This design comes from an exercise in tuning for small area on the open sky130 flow, not from production work.
In this exercise RTL edits were held to simulation tests only and were not proved equivalent to the original.
Power and IR drop assume default switching activity.

<file path="flow/config.mk">
export PLATFORM = sky130hd
export DESIGN_NAME = clu_eval
export DESIGN_NICKNAME = clu_eval
export VERILOG_FILES = /design/flow/design.v
export SDC_FILE = /design/flow/constraint.sdc
export NUM_CORES = 4
export LEC_CHECK = 0
export CAP_MARGIN = 20
export CORE_MARGIN = 2
export CORE_UTILIZATION = 45
export CTS_CLUSTER_DIAMETER = 50
export CTS_CLUSTER_SIZE = 8
export SLEW_MARGIN = 20
</file>
<file path="flow/constraint.sdc">
create_clock -name core_clock -period 90.0 [get_ports {clk}]
set_input_delay 18.0000 -clock core_clock [delete_from_list [all_inputs] [get_ports {clk}]]
set_output_delay 18.0000 -clock core_clock [all_outputs]
set_load 0.01 [all_outputs]
</file>
<file path="flow/design.v">
module clu_eval (
    input  wire        clk,
    input  wire        rst,         
    input  wire        start,
    input  wire [1:0]  mode,        
    input  wire        rev,
    input  wire        d_on_pv,
    input  wire        irst,
    input  wire        inj_en,
    input  wire        inj_point,   
    input  wire [15:0] inj_sig,
    input  wire [15:0] pv,
    input  wire [15:0] sp,
    input  wire [15:0] ff,
    input  wire [15:0] man,
    input  wire [19:0] kp,          
    input  wire [19:0] ki,
    input  wire [19:0] kd,
    input  wire [15:0] df,
    input  wire [15:0] umin,
    input  wire [15:0] umax,
    input  wire [15:0] rate,
    input  wire [39:0] c_i,         
    input  wire [15:0] c_out,
    input  wire [15:0] c_err,
    input  wire [15:0] c_pv,
    input  wire [15:0] c_dstate,
    output wire        done,
    output wire [39:0] i_out,
    output wire [15:0] d_out,
    output wire [15:0] err_out,
    output wire [15:0] pv_out,
    output wire [15:0] cand_out,
    output wire        sat,
    output wire        ova,
    output wire        lim_inv,
    output wire        at_hi,
    output wire        at_lo,
    output wire        rate_lim
);
    function automatic [47:0] rca(input [47:0] a, input [47:0] b, input ci);
        integer i;
        reg c;
        begin
            c = ci;
            for (i = 0; i < 48; i = i + 1) begin
                rca[i] = a[i] ^ b[i] ^ c;
                c      = (a[i] & b[i]) | (c & (a[i] ^ b[i]));
            end
        end
    endfunction
    function automatic lt16(input [15:0] a, input [15:0] b);
        integer i;
        reg c;
        reg [15:0] x, y;
        begin
            x = {~a[15], a[14:0]};
            y = {~b[15], b[14:0]};
            c = 1'b1;
            for (i = 0; i < 16; i = i + 1)
                c = (x[i] & ~y[i]) | (c & (x[i] | ~y[i]));
            lt16 = ~c;
        end
    endfunction
    function automatic [15:0] sat17(input [16:0] x);
        if (x[16] != x[15]) sat17 = {x[16], {15{~x[16]}}};
        else                sat17 = x[15:0];
    endfunction
    function automatic ovf17(input [16:0] x);
        ovf17 = x[16] ^ x[15];
    endfunction
    reg [4:0] cnt;
    always @(posedge clk) begin
        if (rst)
            cnt <= 5'd0;
        else if (cnt == 5'd0)
            cnt <= start ? 5'd1 : 5'd0;
        else if (cnt == 5'd16)
            cnt <= 5'd0;
        else
            cnt <= cnt + 5'd1;
    end
    wire        fin   = (cnt == 5'd16);
    wire [1:0]  slc   = cnt[1:0];
    wire [1:0]  prod  = cnt[3:2];
    wire        top   = (slc == 2'd0);
    wire        last  = (slc == 2'd3) & ~cnt[4];
    wire        c_dd  = (cnt == 5'd4);
    wire        c_d   = (cnt == 5'd8);
    wire        c_i1  = (cnt == 5'd11);
    wire        c_v   = (cnt == 5'd15);
    assign done = fin;
    wire m_off  = (mode == 2'd0);
    wire m_auto = (mode == 2'd1);
    wire m_man  = (mode == 2'd2);
    wire m_hold = (mode == 2'd3);
    wire irst_e  = irst & ~m_off;
    wire inj_sp  = inj_en & ~inj_point;
    wire inj_out = inj_en & inj_point & ~m_off;
    wire [15:0] sig_sp = inj_sp ? inj_sig : 16'd0;
    wire [16:0] sp_t   = rca({{32{sp[15]}}, sp}, {{32{sig_sp[15]}}, sig_sp}, 1'b0);
    wire [15:0] sp_e   = sat17(sp_t);
    wire        f_sp   = ovf17(sp_t);
    wire [16:0] e_s = rca({{32{sp_e[15]}}, sp_e}, ~{{32{pv[15]}}, pv}, ~rev);
    wire [16:0] e_t = e_s ^ {17{rev}};
    wire [15:0] e   = sat17(e_t);
    wire        f_e = ovf17(e_t);
    wire        pv_min  = (pv == 16'h8000);
    wire        cpv_min = (c_pv == 16'h8000);
    wire [15:0] dxa  = d_on_pv ? ~pv : e;
    wire [15:0] dxb  = d_on_pv ? {c_pv[15:1], c_pv[0] | cpv_min} : ~c_err;
    wire        dxc  = d_on_pv ? ~pv_min : 1'b1;
    wire [16:0] dx_t = rca({{32{dxa[15]}}, dxa}, {{32{dxb[15]}}, dxb}, dxc);
    wire [15:0] dx   = irst ? 16'd0 : sat17(dx_t);
    wire        f_dx = ~irst & ovf17(dx_t);
    wire        f_x  = d_on_pv & pv_min;
    wire        f_xp = ~irst & d_on_pv & cpv_min;
    wire [39:0] i0 = irst_e ? 40'd0 : c_i;
    wire [15:0] d0 = irst_e ? 16'd0 : c_dstate;
    reg  [39:0] A;       
    reg  [39:0] P;       
    reg  [15:0] R;       
    reg         sat_r, ova_r;
    wire [15:0] dd_c;    
    reg  [15:0] ma;
    reg  [15:0] bw0, bw;
    reg  [3:0]  ex;
    always @* begin
        case (prod)
            2'd0: begin ma = dx;                      bw0 = kd[15:0]; bw = kd[15:0]; ex = kd[19:16]; end
            2'd1: begin ma = m_off ? 16'd0 : df;      bw0 = dd_c;     bw = R;        ex = 4'd0;       end
            2'd2: begin ma = m_auto ? e : 16'd0;      bw0 = ki[15:0]; bw = ki[15:0]; ex = ki[19:16]; end
            default: begin ma = e;                    bw0 = kp[15:0]; bw = kp[15:0]; ex = kp[19:16]; end
        endcase
    end
    reg [3:0] bs;
    always @* begin
        case (slc)
            2'd0:    bs = bw0[15:12];
            2'd1:    bs = bw[11:8];
            2'd2:    bs = bw[7:4];
            default: bs = bw[3:0];
        endcase
    end
    reg [31:0] row0, row1, row2, row3, pin, kc;
    reg [31:0] s1, c1, s2, c2, s3, c3, s4, c4;
    integer j;
    always @* begin
        row0 = 32'd0; row1 = 32'd0; row2 = 32'd0; row3 = 32'd0;
        for (j = 0; j < 15; j = j + 1) begin
            row0[j]     = ma[j] & bs[0];
            row1[j + 1] = ma[j] & bs[1];
            row2[j + 2] = ma[j] & bs[2];
            row3[j + 3] = (ma[j] & bs[3]) ^ top;
        end
        row0[15] = ~(ma[15] & bs[0]);
        row1[16] = ~(ma[15] & bs[1]);
        row2[17] = ~(ma[15] & bs[2]);
        row3[18] = ~((ma[15] & bs[3]) ^ top);
        pin = top ? 32'd0 : {P[27:0], 4'd0};
        kc  = {13'h1FFF, 3'b000, 1'b1, 11'd0, top, 3'd0};
        s1 = row0 ^ row1 ^ row2;
        c1 = ((row0 & row1) | (row2 & (row0 ^ row1))) << 1;
        s2 = s1 ^ c1 ^ row3;
        c2 = ((s1 & c1) | (row3 & (s1 ^ c1))) << 1;
        s3 = s2 ^ c2 ^ pin;
        c3 = ((s2 & c2) | (pin & (s2 ^ c2))) << 1;
        s4 = s3 ^ c3 ^ kc;
        c4 = ((s3 & c3) | (kc & (s3 ^ c3))) << 1;
    end
    wire [47:0] m_full = rca({16'd0, s4}, {16'd0, c4}, 1'b0);
    wire [31:0] M      = m_full[31:0];
    wire [3:0]  sh  = {~ex[3], ex[2:0]};
    wire [46:0] t   = {{15{M[31]}}, M} << sh;
    wire [38:0] sc  = t[46:8];
    wire        rnd = t[7] & (t[8] | (|t[6:0]));
    wire        r15a = A[14] & (A[15] | (|A[13:0]));
    wire [23:0] rq   = rca({{24{A[38]}}, A[38:15]}, 48'd0, r15a);
    wire        rq_ovf = ~((&rq[23:15]) | ~(|rq[23:15]));
    wire [15:0] dq   = rq_ovf ? {rq[23], {15{~rq[23]}}} : rq[15:0];
    wire [15:0] u;
    reg  [16:0] qa, qb;
    always @* begin
        if (c_dd) begin
            qa = {dq[15], dq};
            qb = ~{d0[15], d0};
        end else if (c_d) begin
            qa = rq[16:0];
            qb = {d0[15], d0};
        end else if (c_v) begin
            qa = {R[15], R};
            qb = {ff[15], ff};
        end else begin
            qa = {u[15], u};
            qb = inj_out ? {inj_sig[15], inj_sig} : 17'd0;
        end
    end
    wire [16:0] qs    = rca({{31{qa[16]}}, qa}, {{31{qb[16]}}, qb}, c_dd);
    wire [15:0] q_sat = sat17(qs);
    wire        q_ovf = ovf17(qs);
    assign dd_c = q_sat;
    wire        track;
    wire        tr_on = fin & track;
    wire [41:0] xa = (c_i1 ? {{2{i0[39]}}, i0} : 42'd0) |
                     ((c_v | fin) ? {{2{A[39]}}, A} : 42'd0);
    wire [41:0] ya = (last ? {{3{sc[38]}}, sc} : 42'd0) |
                     (tr_on ? ~{{2{P[39]}}, P} : 42'd0);
    wire [26:0] za = (c_v ? {{10{qs[16]}}, qs} : 27'd0) |
                     (tr_on ? {{11{u[15]}}, u} : 27'd0);
    wire        ci = last ? rnd : tr_on;
    wire [41:0] zs  = {za, 15'd0};
    wire [41:0] cs_s = xa ^ ya ^ zs;
    wire [41:0] cs_c = ((xa & ya) | (zs & (xa ^ ya))) << 1;
    wire [47:0] sum_f = rca({6'd0, cs_s}, {6'd0, cs_c}, ci);
    wire [41:0] sum  = sum_f[41:0];
    wire        s_ov = ~((&sum[41:39]) | ~(|sum[41:39]));
    wire [39:0] sa   = s_ov ? {sum[41], {39{~sum[41]}}} : sum[39:0];
    always @(posedge clk) begin
        if ((cnt == 5'd3) | (cnt == 5'd7) | c_i1)
            A <= sa;
        if (c_v)
            P <= sa;
        else
            P <= {sa[39:28], M[27:0]};
        if (c_dd | c_d)
            R <= q_sat;
        if (cnt == 5'd0) begin
            sat_r <= 1'b0;
            ova_r <= 1'b0;
        end else begin
            if (c_dd)
                sat_r <= sat_r | rq_ovf | q_ovf;
            if (c_d)
                sat_r <= sat_r | q_ovf;
            if (c_i1 | c_v)
                ova_r <= ova_r | s_ov;
        end
    end
    wire        r15p = P[14] & (P[15] | (|P[13:0]));
    wire [25:0] uq   = rca({{23{P[39]}}, P[39:15]}, 48'd0, r15p);
    wire        u0_ovf = ~((&uq[25:15]) | ~(|uq[25:15]));
    wire [15:0] u0   = u0_ovf ? {uq[25], {15{~uq[25]}}} : uq[15:0];
    wire        inv = lt16(umax, umin);
    wire [15:0] lo  = inv ? umax : umin;
    wire [15:0] hi  = umax;
    wire [15:0] w    = m_man ? man : u0;
    wire        w_hi = lt16(hi, w);
    wire        w_lo = lt16(w, lo);
    wire [15:0] uc   = w_hi ? hi : (w_lo ? lo : w);
    wire        rpos = ~rate[15] & (|rate[14:0]);
    wire        use_rate = m_auto & rpos;
    wire [16:0] rl_t = rca({{32{c_out[15]}}, c_out}, ~{{32{rate[15]}}, rate}, 1'b1);
    wire [16:0] rh_t = rca({{32{c_out[15]}}, c_out}, {{32{rate[15]}}, rate}, 1'b0);
    wire [15:0] rl   = sat17(rl_t);
    wire [15:0] rh   = sat17(rh_t);
    wire        rl_hit = lt16(uc, rl);
    wire        rh_hit = lt16(rh, uc);
    wire [15:0] ur   = rl_hit ? rl : (rh_hit ? rh : uc);
    assign u = m_hold ? c_out : (m_off ? 16'd0 : (use_rate ? ur : uc));
    assign track = m_auto ? (u0_ovf | (u != u0)) : (m_man | m_hold);
    wire        c_hi = lt16(hi, q_sat);
    wire        c_lo = lt16(q_sat, lo);
    wire [15:0] cand = inj_out ? (c_hi ? hi : (c_lo ? lo : q_sat)) : u;
    assign i_out    = sum[39:0];
    assign d_out    = R;
    assign err_out  = m_off ? c_err : e;
    assign pv_out   = m_off ? c_pv : pv;
    assign cand_out = cand;
    assign sat = ~m_off & (f_sp | f_e | f_x | f_xp | f_dx | sat_r |
                           (m_auto & u0_ovf) |
                           (use_rate & (ovf17(rl_t) | ovf17(rh_t))) |
                           (inj_out & q_ovf));
    assign ova      = ~m_off & ova_r;
    assign lim_inv  = ~m_off & inv;
    assign at_hi    = (m_auto | m_man) & w_hi;
    assign at_lo    = (m_auto | m_man) & w_lo;
    assign rate_lim = use_rate & (rl_hit | rh_hit);
endmodule
</file>
<file path="flow/run.sh">
#!/bin/bash
# synth_recipe.tcl (not shown) runs the flow's synth.tcl, then flattens the netlist and writes it again
# the make line also repeats each setting of config.mk as NAME=value (left out here)
make -C /OpenROAD-flow-scripts/flow DESIGN_CONFIG=/design/flow/config.mk WORK_HOME=/design/flow/orfs CLKGATE_MAP_FILE= SYNTH_SCRIPT=/design/flow/synth_recipe.tcl finish
</file>
==> results by group, run 1 <==
Outcome
  • Status: timing/DRC/antenna clean

Placement
  • Port Buffers: around 430
  • HPWL after DPL: just over 80,000 um
  • Placed Area: 0.0270 mm^2
  • Place WS: 8.26 ns
  • Routability congestion estimate: approximately 1.1

Final layout
  • Layout cells sized above 1: 7.48%
  • Area growth syn-to-layout: 23.1%
  • Post-layout util: ~56%
  • Filler Cell Count: 4,506
  • Final Cell Area: 0.0273 mm^2
  • # nets final: ~3,600

Route
  • DRC viols: 0
  • First-pass DRT Iterations: 6
  • Routed Antenna Nets: 0
  • Drt total wl: slightly below 100,000 um
  • Wire length per cell: between 20 and 30 um
  • Vias per cell: roughly 6.3
  • Detailed-route via count: around 23,000
  • 1st-iter DRT viols: 2,321

Clocking
  • Clk root buf: clkbuf_16
  • Post-CTS sizing: 0
  • Htree depth: 3
  • TritonCTS buffer count: 9
  • Post-CTS setup buffers: 0
  • Clock Path Buffers: 2
  • CTS tree: done
  • Clk latency of the worst-skew pair: 0.38 ns
  • Clock Sinks: between 100 and 150
  • CTS clk-pin slew, worst paths: approximately 0.08 ns
  • Hold buffers post-CTS: 0

Pwr
  • Clk pwr share: under 10%
  • Cell-internal power: 0.000484 W
  • Share of power burned in registers: 7.0%
  • Pwr/cell area: roughly 40 mW/mm^2
  • Combinational Power Share: between 80% and 90%
  • Net Switching: roughly 0.0006 W
  • Switching portion of total power: 55.5%
  • Lkg Pwr: ~11 nW
  • Max rail drop VDD: about 0.051 mV

Synthesis
  • Synth async-reset ratio: 0%
  • Area share of the largest cell type after synthesis: about 21%
  • Avg Synthesized Cell Area: ~8.2 um^2
  • Mapped cell area: between 0.02 and 0.025 mm^2
  • Mapped Nets: roughly 3,300
  • Synth Warn #: 1
  • Main flop type after synthesis: edfxtp_1
  • Top cells by area, synth: fa_1 (21%), edfxtp_1 (7.6%), ha_1 (5.6%)
  • Number of enable flip-flop cells after synthesis: 56
  • Leading area contributor after synthesis: fa_1
  • Seq cells post-synth: 103
  • Synth Instances: 2,688
  • Unique masters post-synth: 107
  • Sequential fraction of the synthesis area: between 10% and 20%

Floorplanning
  • Die Wd: 226 um
  • Starting Density: a little under half
  • Die Ht: about 230 um
  • Total core area: just under 0.05 mm^2
  • I/O pin count: between 400 and 500
  • Die area: between 0.05 and 0.06 mm^2
  • FP Rows: 81

Timing
  • Hold Violations, Final: 0
  • Unrepaired setup endpoints after global routing: no
  • Slew Limit Fails: 0
  • Worst slew margin: around a quarter
  • Setup TNS: 0 ns
  • Final worst setup slack: about 8.1 ns
  • Max frequency: approximately 12 MHz
  • Final-report setup violation count: 0
  • Worst Max-Slew Pin Slew: 1.11 ns
  • Crit path time final: between 80 and 90 ns
  • Fin Clk Skew: slightly above 0.02 ns
  • Final worst-path cycle share: between 90 and 100%

Critical path
  • Crit path max fanout: 17
  • Max stage delay on crit path: a little under 0.8 ns
  • Reg2reg setup slack: around 42 ns
  • Crit. End Element: output port
  • Crit path max-delay family: adder cells
  • Worst r2r path cells: 153
  • Type of the worst setup path: primary input to output port
  • Critical path buffers and inverters: 13
  • FF-to-FF Start: P[14]$_DFF_P_
  • WP data required: between 70 and 80 ns
  • Crit path DAT: 63.86 ns
  • Cell repeated most along the worst path: fa_1
  • Max stage delay cell, worst path: nor2b_1
  • Startpoint Class: primary input
  • R2r endpoint: P[23]$_DFF_P_

GRT
  • Initial antenna violation count: 9
  • First-pass GRT wire length: approximately 140,000 um
  • Largest net degree at the start of global routing: between 70 and 80
  • Vias in the first global route: around 23,000
  • Grt ovf: 0
  • Tot GR Track Use: 38.0%

Worst hold path
  • Hold Path End: ova_r$_SDFFE_PP0P_
  • Hold path cells: 2
  • Hold WC Path Type: flip-flop to flip-flop
  • Hold_sp: ova_r$_SDFFE_PP0P_

Job
  • Max Cap Viol: 0
==> layout make-up <==
| type | instances | area, um^2 | share of cell area, % |
|---|---|---|---|
| Sequential cell | 103 | 2620 | 9.62 |
| Clock inverter | 6 | 60.1 | 0.220 |
| Inverter | 231 | 872 | 3.20 |
| Timing Repair Buffer | 480 | 4680 | 17.2 |
| Tap cell | 664 | 831 | 3.05 |
| Clock buffer | 10 | 229 | 0.839 |
| Antenna cell | 4 | 10.0 | 0.0367 |
| Multi-Input combinational cell | 2178 | 18000 | 65.9 |
==> Yosys cell counts (6+ instances only) <==
cell       count
or2_2         10
a211oi_1      24
buf_2         17
clkbuf_1     119
fa_1         228
o211ai_1      14
a22o_1        28
inv_1        225
edfxtp_1      56
buf_1         27
mux4_2        16
o221ai_1      22
o21ai_1        6
dfxtp_1       47
buf_4          7
xnor2_1       45
a31oi_1       36
nand2_1      271
a221oi_1      15
o22ai_1       30
o31ai_1        9
o22a_1        12
nand4_1       14
o21a_1        41
nand3_1       41
a21o_1        13
mux2_2        73
nand2b_1      42
nor2b_1       37
xor2_1        13
ha_1         100
a21oi_1      223
maj3_2         7
and3_1        16
a2bb2oi_1     28
mux2i_1      105
o21ai_0      161
nor2_1       207
and2_1        17
or3_1         10
a22oi_1       41
maj3_1        45
buf_6          6
nor3_1        31
nor4_1        20
==> cells in the final DEF, fill, tap and decap left out, drive strengths merged, types with 21 or more instances in the layout <==
cell and n:
clkdlybuf4s50 428, nand2 272, inv 233, fa 228
a21oi 224, nor2 209, o21ai 172, mux2i 105
ha 100, mux2 74, edfxtp 56, buf 52
maj3 52, dfxtp 47, xnor2 45, nand2b 42
nand3 42, o21a 41, a22oi 41, nor2b 37
a31oi 36, nor3 33, o22ai 31, a211oi 30
a2bb2oi 28, a22o 28, o221ai 24, nor4 21
==> flip-flops by register name, indices dropped and copies added (netlist names) <==
name   count
A         40
P         40
R         16
cnt        5
ova_r      1
sat_r      1
==> layer usage <==
layer	share of wire (%)	vias to the layer above	global-route usage, %
li1	-	10300	-
met1	38	11300	47.1
met2	47	1331	63.6
met3	8.6	258	5.41
met4	6.3	2	21.1
met5	0.012	-	0
==> tightest hold or removal path, cell delays in order, from the launching register on <==
cell,delay [ns]
dfxtp_1,0.32
nor2_1,0.10
a21oi_1,0.04
==> power groups by stage <==
stage          registers, W  logic, W  clock network, W
2_1_floorplan     0.0000703  0.000652                 0
3_3_place_gp      0.0000762  0.000936                 0
3_5_place_dp      0.0000760  0.000946                 0
4_1_cts           0.0000751  0.000953         0.0000416
5_1_grt           0.0000758   0.00105         0.0000429
6_report          0.0000757  0.000971         0.0000415
==> worst max-delay path by stage <==
stage / end / depth (start not counted) / start / slack (ns)
2_1_floorplan: i_out[39] / 132 / inj_en / 12.86
3_5_place_dp: i_out[39] / 133 / inj_en / 8.26
6_report: i_out[39] / 133 / inj_en / 8.14
4_1_cts: i_out[39] / 133 / inj_en / 8.25
3_3_place_gp: i_out[39] / 134 / inj_en / 9.34
5_1_grt: i_out[39] / 134 / inj_en / 6.22
==> cells by family after synthesis <==
logic type      after synthesis  synth area share, %
xor+xnor                     58                 2.29
simple gates                749                 15.7
flops                       103                 11.8
buf+inv                     407                 7.33
mux                         195                 10.1
compound gates              796                 24.1
fa+ha+maj                   380                 28.6
==> per-stage QoR <==
step / total power (W) / instances / hold slack (ns)
after detailed placement: 0.00102 / 3655 / 0.493
after global placement: 0.00101 / 3655 / 0.472
after floorplan: 0.000723 / 2688 / 0.460
final: 0.00109 / 3676 / 0.504
after global routing: 0.00117 / 3675 / 0.557
after CTS: 0.00107 / 3671 / 0.508
==> run 2, diff against run 1 <==
==> flow/flow/run.sh (new file) <==
#!/bin/bash
# Standard ORFS layout (the standard.sh, standard synthesis unchanged), except
# that the port buffers use the smallest buffer cell instead of the resizer's pick.
# Every input and output port still gets its own buffer.
set -euo pipefail
export BUFFER_PORTS_ARGS="-buffer_cell sky130_fd_sc_hd__buf_1"
bash standard.sh finish > standard_flow.log 2>&1
==> flow/standard.sh (new file) <==
#!/bin/bash
# synth_recipe.tcl (not shown) runs the flow's synth.tcl, then flattens the netlist and writes it again
# the make line also repeats each setting of config.mk as NAME=value (left out here)
make -C /OpenROAD-flow-scripts/flow DESIGN_CONFIG=/design/flow/config.mk WORK_HOME=/design/flow/orfs CLKGATE_MAP_FILE= SYNTH_SCRIPT=/design/flow/synth_recipe.tcl "${@:-finish}"
--- a/flow/config.mk
+++ b/flow/config.mk
@@ -7,2 +7,3 @@
 export LEC_CHECK = 0
+export ABC_AREA = 1
 export CAP_MARGIN = 20
removed: flow/run.sh
==> run 2 against run 1 <==
Against the previous run:
- still clean
- first-iteration DRC count is 6.6% higher
- area after synthesis shrank 5.2%
- clock power grew 8.7%
- sequential share of layout area increased by 1.6 points
- sequential cell count unchanged
==> results by group, run 2 <==
Placement
  • HPWL after DPL: 77,800 um (-3.4%)
  • Placed Area: 0.0230 mm^2 (-15%)
  • Port Buffers: 428 (unchanged)
  • Routability congestion estimate: 1.02 (-3.5%)

Critical path
  • Crit path max fanout: 17 (unchanged)
  • Max stage delay cell, worst path: nor2_1
  • Type of the worst setup path: primary input to output port
  • Crit path max-delay family: adder cells
  • Crit. End Element: output port
  • Startpoint Class: primary input
  • Crit path DAT: 63.15 ns (-0.71 ns)
  • Critical path buffers and inverters: 20 (+7)
  • Cell repeated most along the worst path: fa_1
  • WP data required: 72.00 ns (about the same)
  • Max stage delay on crit path: 0.64 ns (-0.13 ns)

Floorplanning
  • Die Wd: 220 um (-2.6%)
  • I/O pin count: 429 (unchanged)
  • Starting Density: 45.4% (-0.064 points)
  • Total core area: 0.0463 mm^2 (-5.1%)
  • Die area: 0.0484 mm^2 (-5.2%)
  • FP Rows: 79 (-2.5%)
  • Die Ht: 220 um (-2.6%)

GRT
  • Global routing's busiest layer: met2
  • Tot GR Track Use: 38.0% (about the same)
  • First-pass GRT wire length: 137,000 um (-5.4%)
  • Met1 usage: 48.3% (+1.3 points)
  • Grt met3 use: 5.56% (+0.15 points)
  • Grt ovf: 0 (unchanged)
  • Largest net degree at the start of global routing: 96 (+30%)
  • GR Layer Usage met2: 63.8% (+0.19 points)
  • Initial antenna violation count: 8 (-1)
  • Vias in the first global route: 22,700 (-1.2%)

Synthesis
  • Synth Instances: 3,194 (+19%)
  • Area share of the largest cell type after synthesis: 21.7% (+1.1 points)
  • Synth async-reset ratio: 0% (unchanged)
  • Leading area contributor after synthesis: fa_1
  • Main flop type after synthesis: edfxtp_1
  • Number of enable flip-flop cells after synthesis: 56 (unchanged)
  • Seq cells post-synth: 103 (unchanged)
  • Avg Synthesized Cell Area: 6.58 um^2 (-20%)
  • Mapped Nets: 3,840 (+15%)
  • Sequential fraction of the synthesis area: 12.5% (+0.65 points)
  • Top cells by area, synth: fa_1 (22%), nand2_1 (18%), inv_1 (8.6%)
  • Top cells by count, synth: nand2_1 (1,004), inv_1 (480), o21ai_0 (350), fa_1 (228), nand3_1 (152)
  • Most common cell in the netlist: nand2_1
  • Mapped cell area: 0.0210 mm^2 (-5.2%)
  • Synth Warn #: 1 (unchanged)
  • Unique masters post-synth: 55 (-49%)

Pwr
  • Pwr/cell area: 40.9 mW/mm^2 (+2.5%)
  • Max rail drop VDD: 0.0455 mV (-10%)
  • Lkg Pwr: 11.0 nW (+0.28%)

Timing
  • Hold Violations, Final: 0 (unchanged)
  • Final-report setup violation count: 0 (unchanged)
  • Slew Limit Fails: 0 (unchanged)
  • Fin Clk Skew: 0.0206 ns (+0.000465 ns)
  • Setup TNS: 0 ns (unchanged)
  • Worst slew margin: 28.4% (+2.7 points)
  • Crit path time final: 81.15 ns (-0.709 ns)
  • Hold slack: 0.482 ns (-0.0225 ns)
  • Max frequency: 12.3 MHz (+0.87%)
  • Final worst-path cycle share: 90.2% (-0.79 points)
  • Unrepaired setup endpoints after global routing: no
  • Worst Max-Slew Pin Slew: 1.07 ns (-0.0441 ns)

Clocking
  • Clk root buf: clkbuf_16
  • CTS clk-pin slew, worst paths: 0.07 ns (about the same)
  • Clk latency of the worst-skew pair: 0.39 ns (about the same)
  • Clock Sinks: 103 (unchanged)
  • Post-CTS sizing: 0 (unchanged)
  • Post-CTS setup buffers: 0 (unchanged)
  • TritonCTS buffer count: 9 (unchanged)
  • Htree depth: 3 (unchanged)
  • Hold buffers post-CTS: 0 (unchanged)
  • CTS tree: done
  • Clock Path Buffers: 2 (unchanged)

Final layout
  • Area growth syn-to-layout: 10.9%
  • Layout cells sized above 1: 3.53% (-3.9 points)
  • Area used by multi-input combinational logic: 0.0158 mm^2 (-12%)
  • Commonest cells after routing, fill and taps aside: nand2_1 (1,004), inv_1 (480), buf_1 (427)
  • Final Cell Area: 0.0233 mm^2 (-15%)
  • Filler Cell Count: 4,987 (+11%)
  • Seq. cell area: 0.00262 mm^2 (about the same)
  • Commonest non-fill, non-tap cell in the layout: nand2_1
  • Largest regs: A x40, P x40, R x16
  • # nets final: 4,153 (+14%)

Route
  • Vias per cell: 5.72 (-9.1%)
  • Drt total wl: 93,900 um (-4.3%)
  • Detailed-route via count: 23,600 (+2.0%)
  • First-pass DRT Iterations: 7 (+1)
  • Wire length per cell: 22.8 um (-15%)
  • 1st-iter DRT viols: 2,474 (+6.6%)
  • DRC viols: 0 (unchanged)
  • Routed Antenna Nets: 0 (unchanged)

Worst hold path
  • Hold WC Path Type: flip-flop to flip-flop

Job
  • Max Cap Viol: 0 (unchanged)

Outcome
  • Status: timing/DRC/antenna clean
==> run 2: final timing paths <==
kind / slack (ns) / end / depth (start not counted) / from
max: 8.85 / i_out[39] / 143 / inj_en
min: 0.48 / ova_r$_SDFFE_PP0P_ / 2 / ova_r$_SDFFE_PP0P_
max reg2reg: 43.08 / P[23]$_DFF_P_ / 191 / P[14]$_DFF_P_
min reg2reg: 0.48 / ova_r$_SDFFE_PP0P_ / 2 / ova_r$_SDFFE_PP0P_
==> run 2: logic make-up after synthesis <==
kind of cell / Yosys count / share of synthesized area (%)
and+or+nand+nor: 1337 / 25.7
buffers and inverters: 664 / 12.4
AOI/OAI and AO/OA: 724 / 20.0
adders and majority gates: 330 / 27.8
xor gates and xnor gates: 22 / 0.917
muxes: 14 / 0.673
DFF: 103 / 12.5
==> run 2: final cells by class <==
class	count	share of cell area, %
diodes	6	0.0645
clock buffers	9	0.967
clock inverters	7	0.376
inverters	508	8.20
multi-input cells	2427	68.0
flip-flops and latches	103	11.3
well taps	607	3.26
repair buffers	458	7.87
==> run 2: through the flow <==
stage / total power, W / utilization [%] / instances / worst slack (ns)
6_report: 0.000952 / 50.4 / 4125 / 8.85
5_1_grt: 0.00106 / 50.3 / 4122 / 6.76
4_1_cts: 0.000940 / 50.3 / 4119 / 9.19
3_5_place_dp: 0.000890 / 49.6 / 4103 / 9.19
3_3_place_gp: 0.000879 / 49.6 / 4103 / 9.98
2_1_floorplan: 0.000637 / - / 3194 / 12.94
==> run 2: worst register-to-register path: cells and delay by family (launching register included) <==
kind	cells	cell delay, ns
buffers and inverters	22	2.74
and+or+nand+nor	44	7.05
DFF	1	0.38
adders and majority gates	93	32.02
AOI/OAI and AO/OA	31	4.38
xor gates and xnor gates	1	0.26
==> run 2: power breakdown <==
group          leakage (nW)  switching [W]  internal, W
Sequential            0.904     0.00000944    0.0000664
Clock                 0.147      0.0000209    0.0000242
Combinational          9.94       0.000545     0.000287
==> run 2: layer usage <==
layer / share of wire, % / routed length (um) / vias to the layer above
li1: - / - / 11000
met3: 7.5 / 7020 / 213
met1: 39 / 37000 / 11200
met4: 4.7 / 4440 / 8
met2: 48 / 45400 / 1192
met5: 0.050 / 47 / -
==> run 3, diff against run 2 <==
==> flow/flow/run.sh (replaced) <==
#!/bin/bash
# The standard ORFS layout (standard.sh), with two changes:
#  - the port buffers use the smallest buffer cell instead of the resizer's
#    pick (every input and output port still gets its own buffer);
#  - synthesis maps the logic with an area-oriented ABC script (the flip-flops
#    are mapped before ABC runs, so they are the standard synthesis's).
# The make output goes to standard_flow.log; ORFS keeps each step's log
# under orfs/logs.
set -euo pipefail
here=$(pwd)
rm -rf "$here/scripts_local"
cp -r "$FLOW_HOME/scripts" "$here/scripts_local"
cp "$here/flow/abc_area.script" "$here/scripts_local/abc_area.script"
export BUFFER_PORTS_ARGS="-buffer_cell sky130_fd_sc_hd__buf_1"
bash standard.sh SCRIPTS_DIR="$here/scripts_local" finish > standard_flow.log 2>&1
==> flow/flow/abc_area.script (new file) <==
strash
dch -f
amap -m
mfs2
strash
dch -f
amap -m
topo
dnsize -c
==> run 3 against run 2 <==
Against the previous run:
- still clean
- register-to-register slack worse by 2.8 ns
- setup slack got worse by 0.28 ns
- clock skew shrank 0.0031 ns
- wire length is 9.5% lower
- power is 16% lower
- sequential power fell by 3.4%
- sequential cell count stayed put
- global-route usage is 1.1 points higher
- critical path depth shrank 9
- maximum frequency fell by 0.34%
- critical endpoint unchanged
- largest cell class unchanged
- largest power group unchanged
- highest routed layer is now met4
==> results by group, run 3 <==
Clocking
  • Clock Sinks: 103 (unchanged)
  • CTS tree: done
  • Htree depth: 3 (unchanged)
  • CTS clk-pin slew, worst paths: 0.08 ns (about the same)
  • Post-CTS sizing: 0 (unchanged)
  • Post-CTS setup buffers: 0 (unchanged)
  • Clk root buf: clkbuf_16
  • Hold buffers post-CTS: 0 (unchanged)
  • Clock Path Buffers: 2 (unchanged)
  • Clk latency of the worst-skew pair: 0.39 ns (about the same)
  • TritonCTS buffer count: 9 (unchanged)

Pwr
  • Pwr/cell area: 37.0 mW/mm^2 (-9.6%)
  • Max rail drop VDD: 0.0421 mV (-7.6%)
  • Lkg Pwr: 7.38 nW (-33%)

Floorplanning
  • Starting Density: 45.5% (+0.11 points)
  • Total core area: 0.0408 mm^2 (-12%)
  • Die area: 0.0429 mm^2 (-11%)
  • Die Wd: 207 um (-5.8%)
  • FP Rows: 74 (-6.3%)
  • Die Ht: 207 um (-5.8%)
  • I/O pin count: 429 (unchanged)

Synthesis
  • Area share of the largest cell type after synthesis: 24.6% (+2.8 points)
  • Post-synthesis xor/xnor area fraction: 0% (-0.92 points)
  • Seq cells post-synth: 103 (unchanged)
  • Synth Warn #: 1 (unchanged)
  • Synth async-reset ratio: 0% (unchanged)
  • Mapped cell area: 0.0186 mm^2 (-12%)
  • Main flop type after synthesis: edfxtp_1
  • Leading area contributor after synthesis: fa_1
  • Post-synthesis adder-cell area fraction: 31.3% (+3.5 points)
  • Sequential fraction of the synthesis area: 14.1% (+1.6 points)
  • Mapped Nets: 2,979 (-22%)
  • Synth Instances: 2,333 (-27%)
  • Mux share of post-synthesis cell area: 0% (-0.67 points)
  • Largest family of logic cells by synthesized area: compound AO/OA/AOI/OAI gates
  • Avg Synthesized Cell Area: 7.96 um^2 (+21%)
  • Top cells by area, synth: fa_1 (25%), edfxtp_1 (9.0%), clkinv_1 (7.3%)
  • Post-synthesis compound-gate area fraction: 33.4% (+13 points)
  • Top cells by count, synth: clkinv_1 (359), nor2_1 (356), fa_1 (228), a21oi_1 (210), o22ai_1 (196)
  • Unique masters post-synth: 44 (-20%)
  • Most common cell in the netlist: clkinv_1
  • Synth Area in Simple Gates: 13.9% (-12 points)
  • Number of enable flip-flop cells after synthesis: 56 (unchanged)

Route
  • Vias per cell: 6.43 (+12%)
  • Routed Antenna Nets: 0 (unchanged)
  • First-pass DRT Iterations: 7 (unchanged)
  • Wire length per cell: 25.3 um (+11%)
  • Detailed-route via count: 21,600 (-8.4%)
  • Drt total wl: 85,100 um (-9.5%)
  • 1st-iter DRT viols: 2,666 (+7.8%)
  • DRC viols: 0 (unchanged)

Critical path
  • WP data required: 72.00 ns (about the same)
  • Critical path buffers and inverters: 15 (-25%)
  • Max stage delay cell, worst path: a21oi_1
  • Crit. End Element: output port
  • Max stage delay on crit path: 0.78 ns (+0.14 ns)
  • Worst r2r path cells: 187 (-2.1%)
  • Reg2reg setup slack: 40.32 ns (-2.76 ns)
  • Cell repeated most along the worst path: fa_1
  • FF-to-FF Start: P[14]$_DFF_P_
  • Startpoint Class: primary input
  • R2r endpoint: P[25]$_DFF_P_
  • Crit path max-delay family: adder cells
  • Type of the worst setup path: primary input to output port
  • Crit path DAT: 63.42 ns (+0.27 ns)
  • Crit path max fanout: 17 (unchanged)

Final layout
  • Final Cell Area: 0.0216 mm^2 (-7.3%)
  • Post-layout util: 52.9% (+2.6 points)
  • Filler Cell Count: 4,091 (-18%)
  • Commonest non-fill, non-tap cell in the layout: buf_1
  • # nets final: 3,469 (-16%)
  • Layout cells sized above 1: 2.90% (-0.63 points)
  • Commonest cells after routing, fill and taps aside: buf_1 (428), clkinv_1 (359), nor2_1 (351)
  • Largest regs: A x40, P x40, R x16
  • Seq. cell area: 0.00262 mm^2 (unchanged)
  • Area used by multi-input combinational logic: 0.0147 mm^2 (-7.3%)
  • Area growth syn-to-layout: 16.2%

GRT
  • Initial antenna violation count: 1 (-7)
  • Grt ovf: 0 (unchanged)
  • Tot GR Track Use: 39.0% (+1.1 points)
  • First-pass GRT wire length: 129,000 um (-5.7%)
  • Vias in the first global route: 21,000 (-7.5%)
  • Largest net degree at the start of global routing: 68 (-29%)

Worst hold path
  • Hold_sp: ova_r$_SDFFE_PP0P_
  • Hold Path End: ova_r$_SDFFE_PP0P_
  • Hold path cells: 2 (unchanged)
  • Hold WC Path Type: flip-flop to flip-flop

Timing
  • Setup TNS: 0 ns (unchanged)
  • Hold Violations, Final: 0 (unchanged)
  • Worst slew margin: 25.6% (-2.9 points)
  • Final-report setup violation count: 0 (unchanged)
  • Fin Clk Skew: 0.0175 ns (-0.00314 ns)
  • Unrepaired setup endpoints after global routing: no
  • Slew Limit Fails: 0 (unchanged)
  • Worst Max-Slew Pin Slew: 1.11 ns (+0.0438 ns)
  • Crit path time final: 81.42 ns (+0.278 ns)
  • Max frequency: 12.3 MHz (-0.34%)
  • Final worst-path cycle share: 90.5% (+0.31 points)

Placement
  • Port Buffers: 428 (unchanged)
  • HPWL after DPL: 69,700 um (-10%)
  • Routability congestion estimate: 1.04 (+2.5%)
  • Placed Area: 0.0213 mm^2 (-7.2%)

Outcome
  • Status: timing/DRC/antenna clean

Job
  • Max Cap Viol: 0 (unchanged)
-- run 3: cell type report --
cell class,count,area share [%]
antenna,2,0.0232
tap,532,3.08
clock buffer,10,1.06
multi-input combinational,1871,68.0
clock inverter,6,0.255
sequential,103,12.1
inverter,359,6.24
timing repair buffer,479,9.21
-- run 3: cells by family after synthesis --
family / count (synthesis)
AND/OR/NAND/NOR: 597
flip-flops: 103
AO/OA/AOI/OAI: 946
adder cells (fa/ha/maj): 328
buffers and inverters: 359
-- run 3: where the power goes --
part	switching, W	leakage [nW]	internal [W]
logic	0.000411	6.34	0.000272
clock network	0.0000225	0.133	0.0000194
registers	0.00000882	0.903	0.0000643
-- run 3: worst min-delay path: stages (launching register included) --
cell and delay [ns]:
dfxtp_1 0.33, nor2_1 0.05, nor2_1 0.07
-- run 3: per-stage QoR --
stage	hold slack, ns	std cells	worst slack, ns	power (W)
floorplan	0.432	2333	11.13	0.000546
global placement	0.447	3344	9.87	0.000736
detailed placement	0.462	3344	8.97	0.000740
CTS	0.482	3360	8.97	0.000785
global route	0.531	3361	6.55	0.000871
finish	0.487	3362	8.58	0.000798
-- run 3: worst max-delay path by stage --
stage,startpoint,end,slack [ns],depth (start not counted)
floorplan,inj_point,i_out[39],11.13,131
CTS,inj_point,i_out[39],8.97,136
global placement,inj_point,i_out[39],9.87,136
global route,inj_point,i_out[39],6.55,137
detailed placement,inj_point,i_out[39],8.97,136
finish,inj_point,i_out[39],8.58,134
-- run 3: per-layer routing --
metal / global-route usage [%] / wire length [um] / vias up
li1: - / - / 9594
met1: 51.0 / 33300 / 10400
met2: 62.8 / 38800 / 1384
met3: 7.28 / 8450 / 232
met4: 18.1 / 4500 / 0
met5: 0 / 0 / -
==> run 4, diff against run 3 <==
--- a/flow/design.v
+++ b/flow/design.v
@@ -136,37 +136,39 @@
     reg [3:0] bs;
+    reg       bl;
     always @* begin
         case (slc)
-            2'd0:    bs = bw0[15:12];
-            2'd1:    bs = bw[11:8];
-            2'd2:    bs = bw[7:4];
-            default: bs = bw[3:0];
+            2'd0:    begin bs = bw0[15:12]; bl = bw0[11]; end
+            2'd1:    begin bs = bw[11:8];   bl = bw[7];   end
+            2'd2:    begin bs = bw[7:4];    bl = bw[3];   end
+            default: begin bs = bw[3:0];    bl = 1'b0;    end
         endcase
     end
-    reg [31:0] row0, row1, row2, row3, pin, kc;
-    reg [31:0] s1, c1, s2, c2, s3, c3, s4, c4;
+    wire        ng0 = bs[1];
+    wire        on0 = bs[0] ^ bl;
+    wire        tw0 = (bs[1] & ~bs[0] & ~bl) | (~bs[1] & bs[0] & bl);
+    wire        ng1 = bs[3];
+    wire        on1 = bs[2] ^ bs[1];
+    wire        tw1 = (bs[3] & ~bs[2] & ~bs[1]) | (~bs[3] & bs[2] & bs[1]);
+    wire [16:0] ax  = {ma[15], ma};
+    wire [17:0] ax2 = {ax, 1'b0};
+    reg  [31:0] row0, row1, pin, kc;
+    reg  [31:0] s1, c1, s2, c2;
     integer j;
     always @* begin
-        row0 = 32'd0; row1 = 32'd0; row2 = 32'd0; row3 = 32'd0;
-        for (j = 0; j < 15; j = j + 1) begin
-            row0[j]     = ma[j] & bs[0];
-            row1[j + 1] = ma[j] & bs[1];
-            row2[j + 2] = ma[j] & bs[2];
-            row3[j + 3] = (ma[j] & bs[3]) ^ top;
-        end
-        row0[15] = ~(ma[15] & bs[0]);
-        row1[16] = ~(ma[15] & bs[1]);
-        row2[17] = ~(ma[15] & bs[2]);
-        row3[18] = ~((ma[15] & bs[3]) ^ top);
+        row0 = 32'd0; row1 = 32'd0;
+        for (j = 0; j < 17; j = j + 1) begin
+            row0[j]     = ((on0 & ax[j]) | (tw0 & ax2[j])) ^ ng0;
+            row1[j + 2] = ((on1 & ax[j]) | (tw1 & ax2[j])) ^ ng1;
+        end
+        row0[16] = ~row0[16];
+        row1[18] = ~row1[18];
+        row0[2]  = row0[2];
         pin = top ? 32'd0 : {P[27:0], 4'd0};
-        kc  = {13'h1FFF, 3'b000, 1'b1, 11'd0, top, 3'd0};
-        s1 = row0 ^ row1 ^ row2;
-        c1 = ((row0 & row1) | (row2 & (row0 ^ row1))) << 1;
-        s2 = s1 ^ c1 ^ row3;
-        c2 = ((s1 & c1) | (row3 & (s1 ^ c1))) << 1;
-        s3 = s2 ^ c2 ^ pin;
-        c3 = ((s2 & c2) | (pin & (s2 ^ c2))) << 1;
-        s4 = s3 ^ c3 ^ kc;
-        c4 = ((s3 & c3) | (kc & (s3 ^ c3))) << 1;
-    end
-    wire [47:0] m_full = rca({16'd0, s4}, {16'd0, c4}, 1'b0);
+        kc  = 32'hFFFB0000 | {29'd0, ng1, 1'b0, ng0};
+        s1 = row0 ^ row1 ^ pin;
+        c1 = ((row0 & row1) | (pin & (row0 ^ row1))) << 1;
+        s2 = s1 ^ c1 ^ kc;
+        c2 = ((s1 & c1) | (kc & (s1 ^ c1))) << 1;
+    end
+    wire [47:0] m_full = rca({16'd0, s2}, {16'd0, c2}, 1'b0);
     wire [31:0] M      = m_full[31:0];
@@ -176,23 +178,13 @@
     wire        rnd = t[7] & (t[8] | (|t[6:0]));
-    wire        r15a = A[14] & (A[15] | (|A[13:0]));
-    wire [23:0] rq   = rca({{24{A[38]}}, A[38:15]}, 48'd0, r15a);
-    wire        rq_ovf = ~((&rq[23:15]) | ~(|rq[23:15]));
-    wire [15:0] dq   = rq_ovf ? {rq[23], {15{~rq[23]}}} : rq[15:0];
+    wire        r15p = P[14] & (P[15] | (|P[13:0]));
+    wire [25:0] rq   = rca({{23{P[39]}}, P[39:15]}, 48'd0, r15p);
+    wire        rq_ovf = ~((&rq[25:15]) | ~(|rq[25:15]));
+    wire [15:0] dq   = rq_ovf ? {rq[25], {15{~rq[25]}}} : rq[15:0];
     wire [15:0] u;
-    reg  [16:0] qa, qb;
-    always @* begin
-        if (c_dd) begin
-            qa = {dq[15], dq};
-            qb = ~{d0[15], d0};
-        end else if (c_d) begin
-            qa = rq[16:0];
-            qb = {d0[15], d0};
-        end else if (c_v) begin
-            qa = {R[15], R};
-            qb = {ff[15], ff};
-        end else begin
-            qa = {u[15], u};
-            qb = inj_out ? {inj_sig[15], inj_sig} : 17'd0;
-        end
-    end
+    wire [16:0] d0x = {d0[15], d0};
+    wire [16:0] qa = ({17{c_dd}} & {dq[15], dq}) | ({17{c_d}} & rq[16:0]) |
+                     ({17{c_v}} & {R[15], R}) | ({17{fin}} & {u[15], u});
+    wire [16:0] qb = ({17{c_dd | c_d}} & (d0x ^ {17{c_dd}})) |
+                     ({17{c_v}} & {ff[15], ff}) |
+                     ({17{fin & inj_out}} & {inj_sig[15], inj_sig});
     wire [16:0] qs    = rca({{31{qa[16]}}, qa}, {{31{qb[16]}}, qb}, c_dd);
@@ -218,5 +210,5 @@
     always @(posedge clk) begin
-        if ((cnt == 5'd3) | (cnt == 5'd7) | c_i1)
+        if (c_i1)
             A <= sa;
-        if (c_v)
+        if (last)
             P <= sa;
@@ -238,6 +230,4 @@
     end
-    wire        r15p = P[14] & (P[15] | (|P[13:0]));
-    wire [25:0] uq   = rca({{23{P[39]}}, P[39:15]}, 48'd0, r15p);
-    wire        u0_ovf = ~((&uq[25:15]) | ~(|uq[25:15]));
-    wire [15:0] u0   = u0_ovf ? {uq[25], {15{~uq[25]}}} : uq[15:0];
+    wire        u0_ovf = rq_ovf;
+    wire [15:0] u0   = dq;
     wire        inv = lt16(umax, umin);
@@ -248,3 +238,7 @@
     wire        w_lo = lt16(w, lo);
-    wire [15:0] uc   = w_hi ? hi : (w_lo ? lo : w);
+    wire        uc_mx = w_hi | (w_lo & inv);
+    wire        uc_mn = ~w_hi & w_lo & ~inv;
+    wire        uc_w  = ~w_hi & ~w_lo;
+    wire [15:0] uc   = ({16{uc_mx}} & umax) | ({16{uc_mn}} & umin) |
+                       ({16{uc_w & m_man}} & man) | ({16{uc_w & ~m_man}} & u0);
     wire        rpos = ~rate[15] & (|rate[14:0]);
@@ -257,4 +251,7 @@
     wire        rh_hit = lt16(rh, uc);
-    wire [15:0] ur   = rl_hit ? rl : (rh_hit ? rh : uc);
-    assign u = m_hold ? c_out : (m_off ? 16'd0 : (use_rate ? ur : uc));
+    wire        s_rl = use_rate & rl_hit;
+    wire        s_rh = use_rate & ~rl_hit & rh_hit;
+    wire        s_uc = (m_auto | m_man) & ~s_rl & ~s_rh;
+    assign u = ({16{s_rl}} & rl) | ({16{s_rh}} & rh) | ({16{s_uc}} & uc) |
+               ({16{m_hold}} & c_out);
     assign track = m_auto ? (u0_ovf | (u != u0)) : (m_man | m_hold);
@@ -262,3 +259,7 @@
     wire        c_lo = lt16(q_sat, lo);
-    wire [15:0] cand = inj_out ? (c_hi ? hi : (c_lo ? lo : q_sat)) : u;
+    wire        cd_mx = inj_out & (c_hi | (c_lo & inv));
+    wire        cd_mn = inj_out & ~c_hi & c_lo & ~inv;
+    wire        cd_q  = inj_out & ~c_hi & ~c_lo;
+    wire [15:0] cand = ({16{cd_mx}} & umax) | ({16{cd_mn}} & umin) |
+                       ({16{cd_q}} & q_sat) | ({16{~inj_out}} & u);
     assign i_out    = sum[39:0];
==> run 4 against run 3 <==
Against the previous run:
- still clean on timing, DRC and antenna
- hold slack got worse by 0.0047 ns
- maximum frequency shrank 2.9%
- sequential share of layout area grew 0.78 points
- sequential cell count did not move
- clock power is essentially flat
- setup slack worse by 2.5 ns
- cell count down 5.6%
- largest power group unchanged
==> results by group, run 4 <==
Floorplanning
  • Total core area: 0.0378 mm^2 (-7.5%)
  • Die area: 0.0401 mm^2 (-6.7%)
  • FP Rows: 71 (-4.1%)
  • Starting Density: 45.9% (+0.36 points)
  • I/O pin count: 429 (unchanged)
  • Die Ht: 200 um (-3.4%)
  • Die Wd: 200 um (-3.4%)

Worst hold path
  • Hold Path End: ova_r$_SDFFE_PP0P_
  • Hold WC Path Type: flip-flop to flip-flop
  • Hold path cells: 1 (-1)
  • Hold_sp: ova_r$_SDFFE_PP0P_

Pwr
  • Share of power burned in registers: 10.7% (+1.5 points)
  • Switching portion of total power: 54.5% (-0.94 points)
  • Net Switching: 0.000355 W (-20%)
  • Pwr/cell area: 32.1 mW/mm^2 (-13%)
  • Lkg Pwr: 6.94 nW (-5.9%)
  • Clk pwr share: 6.4% (+1.2 points)
  • Max rail drop VDD: 0.0315 mV (-25%)
  • Cell-internal power: 0.000296 W (-17%)
  • Combinational Power Share: 82.9% (-2.7 points)

Final layout
  • Area used by multi-input combinational logic: 0.0135 mm^2 (-7.9%)
  • Largest regs: A x40, P x40, R x16
  • Final Cell Area: 0.0203 mm^2 (-6.1%)
  • Commonest cells after routing, fill and taps aside: buf_1 (428), clkinv_1 (328), nor2_1 (253)
  • Filler Cell Count: 3,849 (-5.9%)
  • Commonest non-fill, non-tap cell in the layout: buf_1
  • Area growth syn-to-layout: 17.2%
  • Seq. cell area: 0.00262 mm^2 (unchanged)
  • Layout cells sized above 1: 2.97% (+0.069 points)
  • # nets final: 3,258 (-6.1%)
  • Fin cells: 3,173 (-5.6%)
  • Post-layout util: 53.7% (+0.84 points)

Critical path
  • WP data required: 72.00 ns (about the same)
  • Startpoint Class: primary input
  • Cell repeated most along the worst path: fa_1
  • R2r endpoint: A[24]$_DFFE_PN_
  • FF-to-FF Start: P[15]$_DFF_P_
  • Reg2reg setup slack: 37.23 ns (-3.09 ns)
  • Worst r2r path cells: 194 (+3.7%)
  • Max stage delay on crit path: 0.85 ns (+0.07 ns)
  • Type of the worst setup path: primary input to output port
  • Max stage delay cell, worst path: a21oi_1
  • Crit path max fanout: 17 (unchanged)
  • Crit path DAT: 65.88 ns (+2.46 ns)
  • Crit. End Element: output port

GRT
  • First-pass GRT wire length: 120,000 um (-6.7%)
  • Initial antenna violation count: 4 (+3)
  • Largest net degree at the start of global routing: 48 (-29%)
  • Vias in the first global route: 20,000 (-4.9%)
  • Tot GR Track Use: 39.1% (about the same)
  • Grt ovf: 0 (unchanged)

Placement
  • HPWL after DPL: 65,700 um (-5.7%)
  • Placed cell count: 3,156 (-5.6%)
  • Port Buffers: 428 (unchanged)
  • Placed Area: 0.0200 mm^2 (-6.1%)
  • Routability congestion estimate: 1.05 (+0.54%)

Synthesis
  • Post-synthesis adder-cell area fraction: 29.1% (-2.2 points)
  • Mux share of post-synthesis cell area: 0.0578% (+0.058 points)
  • Most common cell in the netlist: clkinv_1
  • Mapped Nets: 2,769 (-7.0%)
  • Top cells by area, synth: fa_1 (23%), edfxtp_1 (9.7%), o22ai_1 (8.1%)
  • Main flop type after synthesis: edfxtp_1
  • Post-synthesis xor/xnor area fraction: 0% (unchanged)
  • Synth Instances: 2,167 (-7.1%)
  • Area share of the largest cell type after synthesis: 23.0% (-1.6 points)
  • Post-synthesis compound-gate area fraction: 36.9% (+3.5 points)
  • Synth async-reset ratio: 0% (unchanged)
  • Top cells by count, synth: clkinv_1 (327), nor2_1 (258), o22ai_1 (224), fa_1 (199), a21oi_1 (189)
  • Number of enable flip-flop cells after synthesis: 56 (unchanged)
  • Mapped cell area: 0.0173 mm^2 (-6.8%)
  • Sequential fraction of the synthesis area: 15.1% (+1.0 points)
  • Largest family of logic cells by synthesized area: compound AO/OA/AOI/OAI gates
  • Synth Warn #: 1 (unchanged)
  • Avg Synthesized Cell Area: 7.99 um^2 (+0.33%)
  • Unique masters post-synth: 44 (unchanged)
  • Synth Area in Simple Gates: 11.6% (-2.3 points)
  • Leading area contributor after synthesis: fa_1
  • Seq cells post-synth: 103 (unchanged)

Clocking
  • Clock Sinks: 103 (unchanged)
  • Hold buffers post-CTS: 0 (unchanged)
  • CTS clk-pin slew, worst paths: 0.08 ns (about the same)
  • Clk root buf: clkbuf_16
  • Clock Path Buffers: 2 (unchanged)
  • Htree depth: 3 (unchanged)
  • TritonCTS buffer count: 9 (unchanged)
  • Post-CTS sizing: 0 (unchanged)
  • Post-CTS setup buffers: 0 (unchanged)
  • Clk latency of the worst-skew pair: 0.38 ns (about the same)
  • CTS tree: done

Route
  • Drt total wl: 80,200 um (-5.7%)
  • Vias per cell: 6.42 (-0.11%)
  • Detailed-route via count: 20,400 (-5.7%)
  • Routed Antenna Nets: 0 (unchanged)
  • 1st-iter DRT viols: 2,627 (-1.5%)
  • Wire length per cell: 25.3 um (about the same)
  • First-pass DRT Iterations: 7 (unchanged)
  • DRC viols: 0 (unchanged)

Timing
  • Hold Violations, Final: 0 (unchanged)
  • Worst slew margin: 26.5% (+0.97 points)
  • Final worst-path cycle share: 93.2% (+2.7 points)
  • Worst Max-Slew Pin Slew: 1.10 ns (-0.0112 ns)
  • Unrepaired setup endpoints after global routing: no
  • Slew Limit Fails: 0 (unchanged)
  • Setup TNS: 0 ns (unchanged)
  • Crit path time final: 83.88 ns (+2.45 ns)
  • Fin Clk Skew: 0.0104 ns (-0.00710 ns)
  • Final-report setup violation count: 0 (unchanged)
  • Max frequency: 11.9 MHz (-2.9%)

Job
  • Max Cap Viol: 0 (unchanged)

Outcome
  • Status: timing/DRC/antenna clean
run 4: worst max-delay path: cells and delay by family:
family | cells | cell delay [ns]
AOI/OAI and AO/OA | 11 | 3.06
and+or+nand+nor | 9 | 1.94
buffers and inverters | 14 | 1.71
adders and majority gates | 101 | 41.02
run 4: cell families after synthesis:
logic type | count (synthesis)
muxes | 1
AOI/OAI and AO/OA | 970
and+or+nand+nor | 481
buffers and inverters | 328
adders and majority gates | 284
DFF | 103
run 4: metal layers:
metal  share of wire (%)  up-vias  GRT usage, %
met5               0.050        -             0
met4                 4.4        6          15.2
met3                  10      194          7.57
met2                  46     1264          63.9
met1                  39     9774          51.1
li1                    -     9135             -
run 4: worst max path at each step:
stage | from | endpoint | slack, ns
after global placement | inj_point | i_out[39] | 7.53
after floorplan | inj_point | i_out[39] | 9.11
after CTS | inj_point | i_out[39] | 6.24
after detailed placement | inj_point | i_out[39] | 6.25
final | inj_point | i_out[39] | 6.12
after global routing | inj_point | i_out[39] | 3.95
run 4: cell type report:
| type | count | share of cell area [%] |
|---|---|---|
| antenna | 1 | 0.0123 |
| multi-input combinational | 1736 | 66.6 |
| clock inverter | 6 | 0.247 |
| timing repair buffer | 479 | 9.80 |
| tap | 511 | 3.15 |
| inverter | 327 | 6.05 |
| clock buffer | 10 | 1.18 |
| sequential | 103 | 12.9 |
run 4: power by group through the flow:
stage	clock network, W	logic [W]	registers [W]
global route	0.0000431	0.000590	0.0000702
global placement	0	0.000519	0.0000707
detailed placement	0	0.000526	0.0000703
floorplan	0	0.000379	0.0000662
CTS	0.0000416	0.000529	0.0000694
finish	0.0000419	0.000540	0.0000697
run 4: per-stage QoR:
step           hold slack, ns  power, W  worst slack, ns
6_report                0.482  0.000652             6.12
5_1_grt                 0.492  0.000703             3.95
4_1_cts                 0.483  0.000640             6.24
3_5_place_dp            0.465  0.000596             6.25
3_3_place_gp            0.442  0.000590             7.53
2_1_floorplan           0.433  0.000445             9.11
==> run 5, diff against run 4 <==
--- a/flow/design.v
+++ b/flow/design.v
@@ -174,3 +174,3 @@
     wire [31:0] M      = m_full[31:0];
-    wire [3:0]  sh  = {~ex[3], ex[2:0]};
+    wire [3:0]  sh  = last ? {~ex[3], ex[2:0]} : 4'd8;
     wire [46:0] t   = {{15{M[31]}}, M} << sh;
@@ -197,3 +197,3 @@
                      ((c_v | fin) ? {{2{A[39]}}, A} : 42'd0);
-    wire [41:0] ya = (last ? {{3{sc[38]}}, sc} : 42'd0) |
+    wire [41:0] ya = (~fin ? {{3{sc[38]}}, sc} : 42'd0) |
                      (tr_on ? ~{{2{P[39]}}, P} : 42'd0);
@@ -212,6 +212,3 @@
             A <= sa;
-        if (last)
-            P <= sa;
-        else
-            P <= {sa[39:28], M[27:0]};
+        P <= sa;
         if (c_dd | c_d)
--- a/flow/config.mk
+++ b/flow/config.mk
@@ -11,2 +11,3 @@
 export CORE_UTILIZATION = 45
+export CTS_BUF_LIST = sky130_fd_sc_hd__clkbuf_4 sky130_fd_sc_hd__clkbuf_8
 export CTS_CLUSTER_DIAMETER = 50
==> run 5 against run 4 <==
Against the previous run:
- still clean on timing, DRC and antenna
- sequential share of layout area rose by 0.24 points
- hold slack is essentially flat
- clock power shrank 28%
- final area shrank 1.8%
- setup slack gained 3.5 ns
- combinational power rose by 55%
- critical path type unchanged
- critical endpoint unchanged
- highest routed layer is now met4
==> results by group, run 5 <==
Floorplanning
  • FP Rows: 71 (unchanged)
  • Die Wd: 198 um (-0.96%)
  • Starting Density: 45.4% (-0.47 points)
  • Die area: 0.0393 mm^2 (-1.9%)
  • I/O pin count: 429 (unchanged)
  • Total core area: 0.0374 mm^2 (-0.94%)
  • Die Ht: 198 um (-0.96%)

GRT
  • Vias in the first global route: 18,900 (-5.3%)
  • Largest net degree at the start of global routing: 58 (+21%)
  • Initial antenna violation count: 2 (-2)
  • First-pass GRT wire length: 112,000 um (-7.1%)
  • Tot GR Track Use: 37.7% (-1.3 points)
  • Grt ovf: 0 (unchanged)

Clocking
  • Clk root buf: clkbuf_8
  • Clock Sinks: 103 (unchanged)
  • TritonCTS buffer count: 9 (unchanged)
  • CTS clk-pin slew, worst paths: 0.10 ns (+0.02 ns)
  • Clock Path Buffers: 2 (unchanged)
  • Htree depth: 3 (unchanged)
  • Hold buffers post-CTS: 0 (unchanged)
  • Clk latency of the worst-skew pair: 0.41 ns (+0.03 ns)
  • Post-CTS sizing: 0 (unchanged)
  • CTS tree: done
  • Post-CTS setup buffers: 0 (unchanged)

Worst hold path
  • Hold_sp: ova_r$_SDFFE_PP0P_
  • Hold WC Path Type: flip-flop to flip-flop
  • Hold path cells: 1 (unchanged)
  • Hold Path End: ova_r$_SDFFE_PP0P_

Critical path
  • Max stage delay cell, worst path: nor2_1
  • CP Depth: 137 (+1.5%)
  • WP data required: 72.00 ns (about the same)
  • Reg2reg setup slack: 41.31 ns (+4.08 ns)
  • Crit path max-delay family: adder cells
  • Startpoint Class: primary input
  • FF-to-FF Start: P[14]$_DFF_P_
  • Max stage delay on crit path: 0.73 ns (-0.12 ns)
  • Crit. End Element: output port
  • R2r endpoint: ova_r$_SDFFE_PP0P_
  • Type of the worst setup path: primary input to output port
  • Crit path max fanout: 17 (unchanged)
  • Critical path buffers and inverters: 17 (+3)
  • Cell repeated most along the worst path: fa_1
  • Worst r2r path cells: 204 (+5.2%)
  • Crit path DAT: 62.36 ns (-3.52 ns)

Outcome
  • Status: timing/DRC/antenna clean

Synthesis
  • Post-synthesis compound-gate area fraction: 35.6% (-1.3 points)
  • Unique masters post-synth: 43 (-2.3%)
  • Synth Warn #: 1 (unchanged)
  • Synth Instances: 2,151 (-0.74%)
  • Avg Synthesized Cell Area: 7.89 um^2 (-1.2%)
  • Mux share of post-synthesis cell area: 0.0590% (+0.0012 points)
  • Synth async-reset ratio: 0% (unchanged)
  • Most common cell in the netlist: clkinv_1
  • Sequential fraction of the synthesis area: 15.4% (+0.30 points)
  • Synth Area in Simple Gates: 12.3% (+0.63 points)
  • Main flop type after synthesis: edfxtp_1
  • Post-synthesis adder-cell area fraction: 29.5% (+0.33 points)
  • Area share of the largest cell type after synthesis: 23.6% (+0.58 points)
  • Post-synthesis xor/xnor area fraction: 0% (unchanged)
  • Largest family of logic cells by synthesized area: compound AO/OA/AOI/OAI gates
  • Mapped Nets: 2,749 (-0.72%)
  • Seq cells post-synth: 103 (unchanged)
  • Number of enable flip-flop cells after synthesis: 56 (unchanged)
  • Top cells by area, synth: fa_1 (24%), edfxtp_1 (9.9%), o22ai_1 (7.8%)
  • Leading area contributor after synthesis: fa_1
  • Top cells by count, synth: clkinv_1 (322), nor2_1 (295), o21ai_0 (218), o22ai_1 (213), fa_1 (200)
  • Mapped cell area: 0.0170 mm^2 (-2.0%)

Route
  • DRC viols: 0 (unchanged)
  • Wire length on met3: 7400 um (-9.7%)
  • Routed Antenna Nets: 0 (unchanged)
  • Drt total wl: 75,200 um (-6.3%)
  • Met2 wire length: 34,600 um (-6.0%)
  • Max Used Layer: met4
  • Detailed-route via count: 19,900 (-2.3%)
  • Wire length per cell: 23.7 um (-6.2%)
  • Vias per cell: 6.28 (-2.2%)
  • WL met1: 29,300 um (-7.2%)
  • First-pass DRT Iterations: 8 (+1)
  • 1st-iter DRT viols: 2,125 (-19%)

Timing
  • Hold Violations, Final: 0 (unchanged)
  • Worst Max-Slew Pin Slew: 1.14 ns (+0.0362 ns)
  • Unrepaired setup endpoints after global routing: no
  • Final worst setup slack: 9.64 ns (+3.52 ns)
  • Fin Clk Skew: 0.0224 ns (+0.0120 ns)
  • Final worst-path cycle share: 89.3% (-3.9 points)
  • Worst slew margin: 23.3% (-3.2 points)
  • Final-report setup violation count: 0 (unchanged)
  • Slew Limit Fails: 0 (unchanged)
  • Setup TNS: 0 ns (unchanged)
  • Hold slack: 0.483 ns (+0.000293 ns)
  • Max frequency: 12.4 MHz (+4.4%)
  • Crit path time final: 80.36 ns (-3.52 ns)

Placement
  • Place WS: 9.49 ns (+3.24 ns)
  • Placed Area: 0.0197 mm^2 (-1.4%)
  • Port Buffers: 428 (unchanged)
  • Placed cell count: 3,148 (-0.25%)
  • HPWL after DPL: 63,100 um (-4.0%)
  • Routability congestion estimate: 1.05 (about the same)

Final layout
  • Layout cells sized above 1: 3.32% (+0.35 points)
  • Largest regs: A x40, P x40, R x16
  • # nets final: 3,246 (-0.37%)
  • Final Cell Area: 0.0199 mm^2 (-1.8%)
  • Commonest cells after routing, fill and taps aside: buf_1 (428), clkinv_1 (322), nor2_1 (290)
  • Area growth syn-to-layout: 17.3%
  • Filler Cell Count: 3,859 (+0.26%)
  • Fin cells: 3,170 (-0.095%)
  • Commonest non-fill, non-tap cell in the layout: buf_1

Pwr
  • Switching portion of total power: 57.4% (+2.9 points)
  • Cell-internal power: 0.000406 W (+37%)
  • Lkg Pwr: 6.74 nW (-3.0%)
  • Pwr/cell area: 47.9 mW/mm^2 (+49%)
  • Clk pwr share: 3.2% (-3.2 points)
  • Max rail drop VDD: 0.0411 mV (+30%)
  • Share of power burned in registers: 9.2% (-1.5 points)
  • Combinational Power Share: 87.6% (+4.7 points)
  • Net Switching: 0.000547 W (+54%)

Job
  • Max Cap Viol: 0 (unchanged)
[run 5: cell count changes after synthesis, moves of 5 or more]
cell | previous run | this run
clkinv_1 | 327 | 322
a211oi_1 | 8 | 19
a221oi_1 | 41 | 30
o22ai_1 | 224 | 213
nor2_1 | 258 | 295
a31oi_1 | 19 | 13
nand2_1 | 129 | 117
o21ai_0 | 178 | 218
o22a_1 | 69 | 39
ha_1 | 85 | 80
[run 5: logic make-up (layout without fill, tap and decap cells)]
group | after synthesis | in the layout
compound gates | 944 | 944
fa+ha+maj | 280 | 280
buf+inv | 322 | 824
flops | 103 | 103
mux | 1 | 1
other cells | 0 | 6
simple gates | 501 | 501
[run 5: metal layers]
metal	vias to the layer above	track usage, %
li1	9003	-
met1	9430	49.1
met2	1236	60.9
met3	228	7.49
met4	0	16.5
met5	-	0
[run 5: how the worst max path moves through the flow]
stage | slack, ns | startpoint | to
2_1_floorplan | 11.77 | inj_point | i_out[39]
3_3_place_gp | 10.17 | inj_point | i_out[39]
3_5_place_dp | 9.49 | inj_point | i_out[39]
4_1_cts | 9.53 | inj_point | i_out[39]
5_1_grt | 7.30 | umax[1] | i_out[39]
6_report | 9.64 | inj_point | i_out[39]
[run 5: area by class of cell]
type	count	area (um^2)	area share, %
diodes	6	15.0	0.0754
clock buffers	10	131	0.660
clock inverters	6	52.6	0.264
inverters	322	1210	6.07
multi-input cells	1726	13200	66.3
flip-flops and latches	103	2620	13.2
well taps	511	639	3.21
repair buffers	486	2040	10.3
[run 5: power by group through the flow]
stage                     registers (W)  logic (W)  clock network, W
after global placement        0.0000893   0.000814                 0
after detailed placement      0.0000888   0.000818                 0
after floorplan               0.0000842   0.000582                 0
after global routing          0.0000887   0.000925         0.0000321
after CTS                     0.0000878   0.000825         0.0000305
final                         0.0000878   0.000835         0.0000301
[run 5: worst reg2reg max path: cells and delay by family, from the launching register on]
| family | cells | cell delay, ns |
|---|---|---|
| AO/OA/AOI/OAI | 57 | 9.87 |
| adder cells (fa/ha/maj) | 91 | 29.82 |
| AND/OR/NAND/NOR | 30 | 4.40 |
| buffers and inverters | 26 | 4.18 |
| flip-flops | 1 | 0.34 |
[run 5: per-stage QoR]
stage	total power [W]	utilization, %
3_3_place_gp	0.000903	52.7
6_report	0.000953	53.3
4_1_cts	0.000943	53.2
3_5_place_dp	0.000907	52.7
5_1_grt	0.00105	53.2
2_1_floorplan	0.000666	-

==> re-timing with driven ports <==
Ports are ideal in the flow. The routed layouts listed here were re-timed in OpenROAD.
Step 1 (the two cells are an assumption about what drives the block):
set clk [get_ports {clk}]
set_driving_cell -lib_cell sky130_fd_sc_hd__clkbuf_16 $clk
set_driving_cell -lib_cell sky130_fd_sc_hd__buf_2 [delete_from_list [all_inputs] $clk]
Step 2, shift: input delay + t, output delay - t, t = (earliest + latest rising clock arrival at the registers) / 2. This alone moves slack from input paths to output paths.
Three values: ideal ports, drivers, drivers and shift; two values: the first two.
| run | t (ns) | setup slack, ns | slew at the worst register clock pin (ns) |
|---|---|---|---|
| run 1 | 0.428 | 8.144 / 8.119 / 8.119 | 0.10 / 0.10 |
| run 2 | 0.435 | 8.853 / 8.828 / 8.828 | 0.09 / 0.09 |
| run 3 | 0.435 | 8.575 / 8.552 / 8.552 | 0.09 / 0.09 |
| run 4 | 0.422 | 6.122 / 6.099 / 6.099 | 0.08 / 0.08 |
| run 5 | 0.440 | 9.642 / 9.623 / 9.623 | 0.12 / 0.12 |
After both steps every run listed still meets setup and hold.
